This is an optimization exercise on Yosys and OpenROAD, whose aim is small area, a short achievable clock period and few clock cycles, not a production implementation.
Function was checked by simulation only, so behaviour that the tests miss may differ from the original.
Power and IR drop assume default switching activity.

## flow/run.sh

```bash
#!/bin/bash
# synth_recipe.tcl (not shown) runs the flow's synth.tcl, then flattens the netlist and writes it again
# the make line also repeats each setting of config.mk as NAME=value (left out here)
make -C /OpenROAD-flow-scripts/flow DESIGN_CONFIG=/design/flow/config.mk WORK_HOME=/design/flow/orfs CLKGATE_MAP_FILE= SYNTH_SCRIPT=/design/flow/synth_recipe.tcl finish
```

## flow/config.mk

```make
export PLATFORM = sky130hd
export DESIGN_NAME = pm_table_builder
export DESIGN_NICKNAME = pm_table_builder
export VERILOG_FILES = /design/flow/design.v
export SDC_FILE = /design/flow/constraint.sdc
export NUM_CORES = 4
export LEC_CHECK = 0
export CAP_MARGIN = 20
export CORE_MARGIN = 2
export CORE_UTILIZATION = 40
export PLACE_DENSITY = 0.6
export SLEW_MARGIN = 20
```

## flow/constraint.sdc

```tcl
create_clock -name core_clock -period 20.0 [get_ports {clk}]
set_input_delay 4.0000 -clock core_clock [delete_from_list [all_inputs] [get_ports {clk}]]
set_output_delay 4.0000 -clock core_clock [all_outputs]
set_load 0.01 [all_outputs]
```

## flow/design.v

```verilog
module pm_table_builder (
    input  wire         clk,
    input  wire         rst,           
    input  wire         in_valid,
    input  wire [15:0]  in_count,
    output reg          in_ready,
    output reg          out_valid,
    output wire [159:0] out_lengths
);
    localparam S_LOAD  = 2'd0;
    localparam S_MERGE = 2'd1;
    localparam S_BACK  = 2'd2;
    reg [1:0] state;
    integer i, a, b, m, s;
    reg        acc_r;                  
    reg [15:0] cin_r;                  
    reg [5:0]  acnt;                   
    reg [5:0]  t;                      
    reg [15:0] L [0:39];               
    reg [5:0]  R [0:39];               
    reg [39:0] keep;                   
    reg [5:0]  ipos;                   
    always @* begin
        for (i = 0; i < 40; i = i + 1)
            keep[i] = (i < t) && (L[i] < cin_r);
        ipos = 6'd0;
        for (i = 0; i < 40; i = i + 1)
            ipos = ipos + {5'd0, keep[i]};
    end
    reg [3:0]  lv;                     
    reg [3:0]  cyc;                    
    reg [5:0]  li;                     
    reg [5:0]  pi;                     
    reg [5:0]  rp;                     
    reg [5:0]  wp;                     
    reg [15:0] F [0:63];               
    reg [5:0] np_c;                    
    reg [3:0] last_c;                  
    reg [5:0] rp_n;                    
    reg [5:0] wp_n;                    
    always @* begin
        case (lv)
        4'd1:    begin np_c = 6'd0;  last_c = 4'd4; end
        4'd2:    begin np_c = 6'd20; last_c = 4'd7; end
        4'd3:    begin np_c = 6'd30; last_c = 4'd8; end
        4'd4:    begin np_c = 6'd35; last_c = 4'd9; end
        4'd5:    begin np_c = 6'd37; last_c = 4'd9; end
        4'd6:    begin np_c = 6'd38; last_c = 4'd9; end
        default: begin np_c = 6'd39; last_c = 4'd9; end
        endcase
    end
    reg [5:0] hd [1:15];
    reg [5:0] npk [1:15];
    always @* begin
        npk[1] = 6'd0;  npk[2] = 6'd20; npk[3] = 6'd30; npk[4] = 6'd35;
        npk[5] = 6'd37; npk[6] = 6'd38;
        for (i = 7; i <= 15; i = i + 1) npk[i] = 6'd39;
        hd[1] = 6'd0;
        for (i = 2; i <= 15; i = i + 1) hd[i] = hd[i-1] + npk[i-1];
        rp_n = hd[2];
        wp_n = hd[2] + npk[2];
        for (i = 1; i <= 14; i = i + 1)
            if (lv == i) begin
                rp_n = hd[i+1];
                wp_n = hd[i+1] + npk[i+1];
            end
    end
    reg [15:0] lbk [0:7];
    reg [15:0] lw  [0:7];
    reg [7:0]  lvld;
    reg [2:0]  lrow;
    always @* begin
        for (b = 0; b < 8; b = b + 1) begin
            lrow = li[5:3] + ((b < li[2:0]) ? 3'd1 : 3'd0);
            case (lrow)
            3'd0: lbk[b] = L[b];
            3'd1: lbk[b] = L[8+b];
            3'd2: lbk[b] = L[16+b];
            3'd3: lbk[b] = L[24+b];
            default: lbk[b] = L[32+b];
            endcase
        end
        for (a = 0; a < 8; a = a + 1) begin
            lw[a]   = lbk[(li[2:0] + a) % 8];
            lvld[a] = ({1'b0, li} + a) < 40;
        end
    end
    reg [15:0] pbk [0:7];
    reg [15:0] pw  [0:7];
    reg [7:0]  pvld;
    reg [2:0]  prow;
    always @* begin
        for (b = 0; b < 8; b = b + 1) begin
            prow = rp[5:3] + ((b < rp[2:0]) ? 3'd1 : 3'd0);
            pbk[b] = F[{prow, b[2:0]}];
        end
        for (b = 0; b < 8; b = b + 1) begin
            pw[b]   = pbk[(rp[2:0] + b) % 8];
            pvld[b] = ({1'b0, pi} + b) < np_c;
        end
    end
    reg        cl [0:7][0:7];
    always @* begin
        for (a = 0; a < 8; a = a + 1)
            for (b = 0; b < 8; b = b + 1)
                if (a + b <= 7)
                    cl[a][b] = lvld[a] && (!pvld[b] || (lw[a] <= pw[b]));
                else
                    cl[a][b] = 1'b0;
    end
    reg [7:0]  isleaf;
    reg [15:0] item [0:7];
    reg [3:0]  nleaf;                  
    reg        ex;
    always @* begin
        for (m = 0; m < 8; m = m + 1) begin
            isleaf[m] = 1'b0;
            item[m]   = 16'd0;
            for (a = 0; a <= m; a = a + 1) begin
                ex = ((a == 0) ? 1'b1 : cl[a-1][m-a]) &&
                     ((a == m) ? 1'b1 : !cl[a][m-1-a]);
                if (ex && cl[a][m-a]) begin
                    isleaf[m] = 1'b1;
                end
                item[m] = item[m] |
                          ({16{ex &&  cl[a][m-a]}} & lw[a]) |
                          ({16{ex && !cl[a][m-a]}} & pw[m-a]);
            end
        end
        nleaf = 4'd0;
        for (a = 0; a < 8; a = a + 1)
            nleaf = nleaf + {3'd0, cl[a][7-a]};
    end
    reg        s2v;                    
    reg        s2last;                 
    reg [5:0]  s2wp;
    reg [15:0] it_r [0:7];
    reg [16:0] psum [0:3];
    reg [15:0] pkg  [0:3];
    always @* begin
        for (i = 0; i < 4; i = i + 1) begin
            psum[i] = {1'b0, it_r[2*i]} + {1'b0, it_r[2*i+1]} + 17'd1;
            pkg[i]  = psum[i][16] ? 16'hFFFF : psum[i][15:0];
        end
    end
    reg [77:0] pat [2:14];
    reg [3:0]  bcnt;                   
    reg [6:0]  n;                      
    reg [5:0]  jl_r;                   
    reg        upd;                    
    reg        first;                  
    reg [3:0]  len [0:39];
    reg        jl_done;                
    reg [77:0] bpat;
    reg [6:0]  pc;
    reg [3:0]  blv;
    always @* begin
        blv  = 4'd15 - bcnt;           
        bpat = 78'd0;
        for (i = 2; i <= 14; i = i + 1)
            if (blv == i) bpat = pat[i];
        pc = 7'd0;
        for (i = 0; i < 78; i = i + 1)
            pc = pc + {6'd0, bpat[i] && (i < n)};
    end
    wire [5:0] jl15 = (L[39] > pkg[2]) ? 6'd39 : 6'd40;
    genvar g;
    generate
        for (g = 0; g < 40; g = g + 1) begin : g_out
            assign out_lengths[4*g +: 4] = len[g];
        end
    endgenerate
    always @(posedge clk) begin
        acc_r <= in_valid && in_ready && !rst;
        cin_r <= in_count;
        if (acc_r && !rst) begin
            for (i = 0; i < 40; i = i + 1)
                if (!keep[i]) begin
                    if (i == 0)
                        L[i] <= cin_r;
                    else if (keep[(i == 0) ? 0 : i-1])
                        L[i] <= cin_r;
                    else
                        L[i] <= L[(i == 0) ? 0 : i-1];
                end
            for (s = 0; s < 40; s = s + 1)
                if (s == t)
                    R[s] <= ipos;
                else if (R[s] >= ipos)
                    R[s] <= R[s] + 6'd1;
        end
        if (state == S_MERGE) begin
            for (i = 2; i <= 14; i = i + 1)
                if (lv == i)
                    for (m = 0; m < 8; m = m + 1)
                        if (8 * cyc + m < 78)
                            pat[i][8*cyc + m] <= isleaf[m];
            for (m = 0; m < 8; m = m + 1)
                it_r[m] <= item[m];
        end
        if (s2v) begin
            for (i = 0; i < 64; i = i + 1)
                if (((i - s2wp) & 63) < 4)
                    F[i] <= pkg[(i - s2wp) & 3];
        end
        if (upd) begin
            for (s = 0; s < 40; s = s + 1)
                len[s] <= (first ? 4'd0 : len[s]) + ((R[s] < jl_r) ? 4'd1 : 4'd0);
        end
        if (rst) begin
            state     <= S_LOAD;
            in_ready  <= 1'b1;
            out_valid <= 1'b0;
            acnt      <= 6'd0;
            t         <= 6'd0;
            s2v       <= 1'b0;
            s2last    <= 1'b0;
            upd       <= 1'b0;
            jl_done   <= 1'b0;
        end else begin
            out_valid <= 1'b0;
            s2v       <= 1'b0;
            s2last    <= 1'b0;
            upd       <= 1'b0;
            if (in_valid && in_ready) begin
                if (acnt == 6'd39) begin
                    acnt     <= 6'd0;
                    in_ready <= 1'b0;
                end else begin
                    acnt <= acnt + 6'd1;
                end
            end
            if (acc_r) begin
                if (t == 6'd39) begin
                    t     <= 6'd0;
                    state <= S_MERGE;
                    lv    <= 4'd1;
                    cyc   <= 4'd0;
                    li    <= 6'd0;
                    pi    <= 6'd0;
                    rp    <= 6'd0;
                    wp    <= 6'd0;
                end else begin
                    t <= t + 6'd1;
                end
            end
            case (state)
            S_MERGE: begin
                s2v  <= 1'b1;
                s2wp <= wp;
                li   <= li + {2'd0, nleaf};
                pi   <= pi + 6'd8 - {2'd0, nleaf};
                rp   <= rp + 6'd8 - {2'd0, nleaf};
                wp   <= wp + 6'd4;
                cyc  <= cyc + 4'd1;
                if (cyc == last_c) begin
                    cyc <= 4'd0;
                    li  <= 6'd0;
                    pi  <= 6'd0;
                    rp  <= rp_n;
                    wp  <= wp_n;
                    lv  <= lv + 4'd1;
                    if (lv == 4'd14) begin
                        s2last <= 1'b1;
                        state  <= S_BACK;
                        bcnt   <= 4'd0;
                    end
                end
            end
            S_BACK: begin
                bcnt <= bcnt + 4'd1;
                upd  <= 1'b1;
                first <= (bcnt == 4'd0);
                if (bcnt == 4'd0) begin
                    jl_r <= jl15;
                    n    <= (jl15 == 6'd39) ? 7'd78 : 7'd76;
                end else if (bcnt <= 4'd13) begin
                    jl_r <= pc[5:0];
                    n    <= (n - pc) << 1;
                end else begin
                    jl_r <= n[5:0];
                    state <= S_LOAD;
                end
                if (bcnt == 4'd13)
                    in_ready <= 1'b1;
            end
            default: ;
            endcase
            jl_done <= (state == S_BACK) && (bcnt == 4'd14);
            if (jl_done)
                out_valid <= 1'b1;
        end
    end
endmodule
```

==> notes.md <==
==> kinds of logic after synthesis <==
family | share of synthesized area, %
compound gates | 18.7
buf+inv | 3.05
mux | 6.84
flops | 45.6
fa+ha+maj | 12.6
xor+xnor | 1.67
simple gates | 11.6
==> final cells by class <==
type,instances,area [µm²]
sequential,3297,98700
timing repair buffer,1262,10100
clock inverter,223,2230
tap,7208,9020
antenna,125,313
fill,50500,295000
clock buffer,454,9700
inverter,515,1940
multi-input combinational,15200,113000
==> layer usage <==
layer / GRT usage (%) / vias to the layer above / wire length (µm)
met2: 56.8 / 13600 / 470000
met5: 0.445 / - / 957
met4: 20.7 / 106 / 70000
li1: - / 78700 / -
met1: 57.2 / 96500 / 491000
met3: 17.9 / 2832 / 164000
==> power by group through the flow <==
| stage | Combinational [mW] | Sequential (mW) | Clock (mW) |
|---|---|---|---|
| global placement | 0.752 | 7.80 | 0 |
| detailed placement | 0.760 | 7.79 | 0 |
| global route | 0.844 | 7.65 | 7.19 |
| CTS | 0.765 | 7.65 | 6.95 |
| finish | 0.817 | 7.66 | 6.89 |
| floorplan | 0.408 | 7.73 | 0 |
==> path summary, 6_finish.rpt <==
| check | from | slack (ns) | to |
|---|---|---|---|
| worst max-delay path | li[2]$_SDFFCE_PP0P_ | 6.79 | rp[5]$_SDFFCE_PN0P_ |
| worst min-delay path | wp[1]$_SDFFCE_PN0P_ | 0.47 | s2wp[1]$_DFFE_PP_ |
| worst max register to register | li[2]$_SDFFCE_PP0P_ | 6.79 | rp[5]$_SDFFCE_PN0P_ |
| worst min register to register | wp[1]$_SDFFCE_PN0P_ | 0.47 | s2wp[1]$_DFFE_PP_ |
==> worst max-delay path, delay by kind of cell (launching register included) <==
family / cells / cell delay (ns)
AOI/OAI and AO/OA: 9 / 4.14
DFF: 1 / 0.35
buffers and inverters: 7 / 1.93
adders and majority gates: 11 / 4.55
xor gates and xnor gates: 2 / 0.42
and+or+nand+nor: 7 / 1.67
==> flip-flops by register name (all words and copies together) (netlist names), 2 cells and up <==
signal	cells
pi	6
rp	6
t	6
L	640
s2wp	6
n	6
cin_r	16
pat	1014
lv	4
cyc	4
wp	6
li	6
len	160
state	2
acnt	6
bcnt	4
jl_r	6
F	1024
R	240
it_r	128
==> metrics by stage <==
stage          area, µm²  total power, mW  instances  worst slack (ns)
6_report          245000             15.4      28300              6.79
5_1_grt           245000             15.7      28200              6.81
4_1_cts           245000             15.4      28200              7.47
3_5_place_dp      233000             8.55      27500              7.38
3_3_place_gp      233000             8.55      27500              7.46
2_1_floorplan     216000             8.14      20200              8.82
==> synth_stat cells, drive strengths merged, types with 117 or more instances <==
library cell	number
a211oi	258
o211ai	164
a22oi	225
nand3	463
buf	183
a221oi	281
and3	145
o21ai	1228
nand2	2156
inv	495
nor3	175
xor2	139
ha	2008
a21oi	1281
clkbuf	1029
o22ai	332
mux2i	323
nand2b	277
edfxtp	3261
nor2	1330
a31oi	148
mux2	707
nor2b	337
xnor2	268
nand4	191
mux4	160
a21o	964
and2	117
a222oi	145
==> results_dict.tcl <==
set metrics [dict create \
    status "timing/DRC/antenna clean" \
    setup_viol 0 \
    htree_num_levels 5 \
    clock_path_buffers 4 \
    path_common_cell "ha_1" \
    drt_pass1_iterations 16 \
    drive_gt1_share_pct 14.4 \
    finClkSkew_ns 0.108 \
    reg2reg_depth 36 \
    wire_per_inst_um 42.3 \
    cts_tree "built" \
    io_pins 181 \
    yosysSeqAreaShare_pct 45.6 \
    switching_share_pct 24.3 \
    synth_seq_cells 3297 \
    peakVddDrop_uv 75.0 \
    p_seq_share_pct 49.8 \
    ys_types 106 \
    fmax_ghz 0.0757 \
    yosysTopAreaCell "edfxtp_1" \
    cap_violations 0 \
    clkTransAtPathRegs_ns 0.06 \
    worst-setup-path-type "reg2reg" \
    ant_nets 0 \
    vias 192000 \
    cts_setup_buffers 0 \
    area_delta_synth_final_pct 13.4 \
    fin_util_pct 45.4 \
    start_util_pct 40.1 \
    track_usage_pct 42.1 \
    syn_area_um2 216000 \
    grt_pass1_wl_mm 1580 \
    cp_slowest_cell "a222oi_1" \
    hold_ws_ns 0.469 \
    synth_cells 20200 \
    drc 0 \
    synthFlopType "edfxtp_1" \
    worstMarginPinSlew_ns 1.41 \
    synthTopCellsByArea "edfxtp_1, ha_1, nand2_1" \
    path_max_fanout 21 \
    powerDensity_nw_per_um2 62.6 \
    setup_tns_ns 0 \
    ctsResizeCount 0 \
    layout_common_cells "edfxtp_1, nand2_1, ha_1" \
    holdPathStages 0 \
    finalHoldViolCount 0 \
    grt_max_degree 161 \
    final_common_cell "edfxtp_1" \
    rsz0062_at_grt "false" \
    cts-root-buf "clkbuf_16" \
    p_sw_mw 3.74 \
    clkPwrFrac_pct 44.8 \
    slowest_delay_ns 1.15 \
    grt_pass1_vias 175000 \
    end_kind "flip-flop" \
    grt-ovfl-total 0 \
    cp-start-kind "flip-flop" \
    synth_top_area_share_pct 45.2 \
    nNetsFinal 22800 \
    drt-initial-drc-count 30600 \
    routabilityCongestion 1.10 \
    place_hpwl_mm 881 \
    detail_route.wirelength_mm 1200 \
    clkLatencyLatePin_ns 1.07 \
    antenna_found_initial 225 \
    power.leakage_nw 95.6 \
    post-route-period-util_pct 66.0 \
    die_w_um 740 \
    avgSynthCellArea_um2 10.7 \
    cp.arrival_ns 14.13 \
    syn-num-nets 22400 \
    p_int_mw 11.6 \
    vias_per_cell 6.78 \
    coreArea_um2 540000 \
    relSlewSlack_pct 6.13 \
    cts_sinks 3297 \
    rows 270 \
    synth_edf_count 3261 \
    die_area_um2 547000 \
    ys_warn_count 17 \
    cts-buffers-inserted 374 \
    ctsHoldBuffers 0 \
    finalCriticalPeriod_ns 13.21 \
    die_h_um 740 \
    async_flop_share_pct 0 \
    final_max_slew_viol_count 0 \
    combPwrFrac_pct 5.3 \
    portBuffers 180 \
    hp-class "reg2reg" \
    critical_path_required_ns 20.92 \
]
Testbench counts, summed over its fixed seeds: cycles 35,928.

==> static timing again, ports no longer ideal <==
Ports are ideal in the flow. The routed layout listed here was re-timed in OpenROAD.
Step 1 assumes that a clkbuf_16 drives the clock port and a buf_2 every other input.
Step 2 moves the port delays by t, midway between the first and last clock arrival at a register: inputs arrive t later, outputs are due t later. That takes back most of the time a late clock gives input paths.
Slacks: ideal ports / drivers / drivers and shift; pairs: ideal ports / drivers.
t, ns: 1.161
slack for setup (ns): 6.790 / 6.790 / 6.790
hold WS [ns]: 0.469 / 0.469 / 0.469
latest minus earliest clock arrival (ns): 0.109 / 0.109
After both steps setup and hold are still met in this run. For this run, drivers alone change the setup slack by 0.000 ns; drivers and shift together by 0.000 ns.
